From an optimization exercise on the open Yosys and OpenROAD flow, aimed at small area; shortcuts taken in it are not production practice. The RTL was checked by simulation tests, not by an equivalence proof against the original design.

middle:
==> flow/design.v (excerpt) <==
module graft_core (
    input  wire         clk,
    input  wire         rst,             
    input  wire         start,           
    input  wire         op,              
    input  wire         erase,           
    input  wire [255:0] root_key,
    input  wire         root_256,        
    input  wire [7:0]   kind,
    input  wire [63:0]  eui,
    input  wire [7:0]   epoch_rec,       
    input  wire [1:0]   epoch_sc,        
    input  wire         epoch_resolve,   
    output wire         busy,
    output wire         done,
    output wire         nokey,
    output wire [127:0] key_out
);
For scale: about 2700 cells after synthesis, roughly 610 flip-flops, roughly 24000 um2 of cells after synthesis.
clock: 9.0 ns
lec_check: 0
cap_margin: 20
core_margin: 2
core_utilization: 40
gpl_routability_driven: 1
place_density_lb_addon: 0.3
slew_margin: 20
standard.sh (not shown) runs the stock make flow with config.mk's settings and CLKGATE_MAP_FILE= SYNTH_SCRIPT=/design/flow/synth_recipe.tcl, a recipe that flattens the netlist after the stock synthesis.
==> flow/flow/run.sh <==
#!/bin/bash
# Layout flow: the standard ORFS flow (standard.sh) with these changes:
#  - synthesis maps logic with an area-oriented ABC script (flow/abc_area.script)
#    instead of ORFS's delay-oriented one; everything else in the synthesis
#    script (synth_recipe.tcl, hence the registers) is unchanged;
#  - every input and output port still gets a buffer, a buf_1 instead of the
#    clkdlybuf4s50_1 that buffer_ports picks by default;
#  - clock tree synthesis clusters up to 16 flip-flops (50 um across) per
#    clkbuf_8 and inserts no dummy loads.
# Each tool writes its full log under orfs/logs/ (ORFS), and this script's
# own output goes to flow_run.log.
set -euo pipefail
W=$(pwd)
exec > >(tee -a "$W/flow_run.log") 2>&1

{
  echo 'proc abc {args} {'
  echo '  set i [lsearch -exact $args -script]'
  echo "  if {\$i >= 0} { lset args [expr {\$i + 1}] $W/flow/abc_area.script }"
  echo '  yosys abc {*}$args'
  echo '}'
  cat "$W/synth_recipe.tcl"
} > "$W/synth_area.tcl"

sed -e "s#SYNTH_SCRIPT=[^ ]*#SYNTH_SCRIPT=$W/synth_area.tcl BUFFER_PORTS_ARGS='-buffer_cell sky130_fd_sc_hd__buf_1' CTS_ARGS='-sink_clustering_enable -repair_clock_nets -dont_use_dummy_load -sink_clustering_size 16 -sink_clustering_max_diameter 50 -buf_list {sky130_fd_sc_hd__clkbuf_8}'#" \
    "$W/standard.sh" > "$W/standard_area.sh"
grep -n 'make ' "$W/standard_area.sh"
bash "$W/standard_area.sh" > "$W/standard_area.log" 2>&1
echo "flow done"
==> flow/flow/abc_area.script <==
strash
dch -f
amap
strash
dch -f
amap
The final layout from middle, which completed every stage, passed the timing, design-rule and antenna checks at the end of the flow.
Here is what was changed in the inputs of south compared with middle.
Settings: swapping 0.3 for 0.2 in PLACE_DENSITY_LB_ADDON.
--- a/flow/flow/run.sh
+++ b/flow/flow/run.sh
@@ -2 +2 @@
-# Layout flow: the standard ORFS flow (standard.sh) with these changes:
+# Layout flow: the standard ORFS flow (standard.sh) with two changes:
@@ -8 +8 @@
-#  - clock tree synthesis clusters up to 16 flip-flops (50 um across) per
+#  - clock tree synthesis clusters up to 20 flip-flops (60 um across) per
@@ -25 +25 @@
-sed -e "s#SYNTH_SCRIPT=[^ ]*#SYNTH_SCRIPT=$W/synth_area.tcl BUFFER_PORTS_ARGS='-buffer_cell sky130_fd_sc_hd__buf_1' CTS_ARGS='-sink_clustering_enable -repair_clock_nets -dont_use_dummy_load -sink_clustering_size 16 -sink_clustering_max_diameter 50 -buf_list {sky130_fd_sc_hd__clkbuf_8}'#" \
+sed -e "s#SYNTH_SCRIPT=[^ ]*#SYNTH_SCRIPT=$W/synth_area.tcl BUFFER_PORTS_ARGS='-buffer_cell sky130_fd_sc_hd__buf_1' CTS_ARGS='-sink_clustering_enable -repair_clock_nets -dont_use_dummy_load -sink_clustering_size 20 -sink_clustering_max_diameter 60 -buf_list {sky130_fd_sc_hd__clkbuf_8}'#" \
[summary]
- The final reports for south and middle show critical path data arrival time lower in the former.
- south vs. middle: diode insertion count for antenna repair went down by 1.
- Number of buffers added to fix hold violations after cts: south vs middle identical
- south and middle ended up with nearly the same final instance area.
- Clock-buffer cell count of south falls short of that of middle by more than a quarter.

==> afterwards: timing with drivers on the ports <==
Ports are ideal in the flow. The routed layouts listed here were re-timed in OpenROAD.
Step 1: set_driving_cell puts a clkbuf_16 on clk and a buf_2 on each other input, an assumption about the parent block.
Step 2 times the ports against the registers' clock, not the clock port: input delays grow and output delays shrink by t, the midpoint of the rising clock arrivals with the driver on.
Three values: ideal, step 1, step 2; two values: the first two.
run	t, ns	setup slack, ns	worst setup path at the end
middle	0.720	0.608 / 0.608 / 0.608	register to register
south	0.702	0.620 / 0.620 / 0.620	register to register
After both steps setup and hold are still met in every run listed.
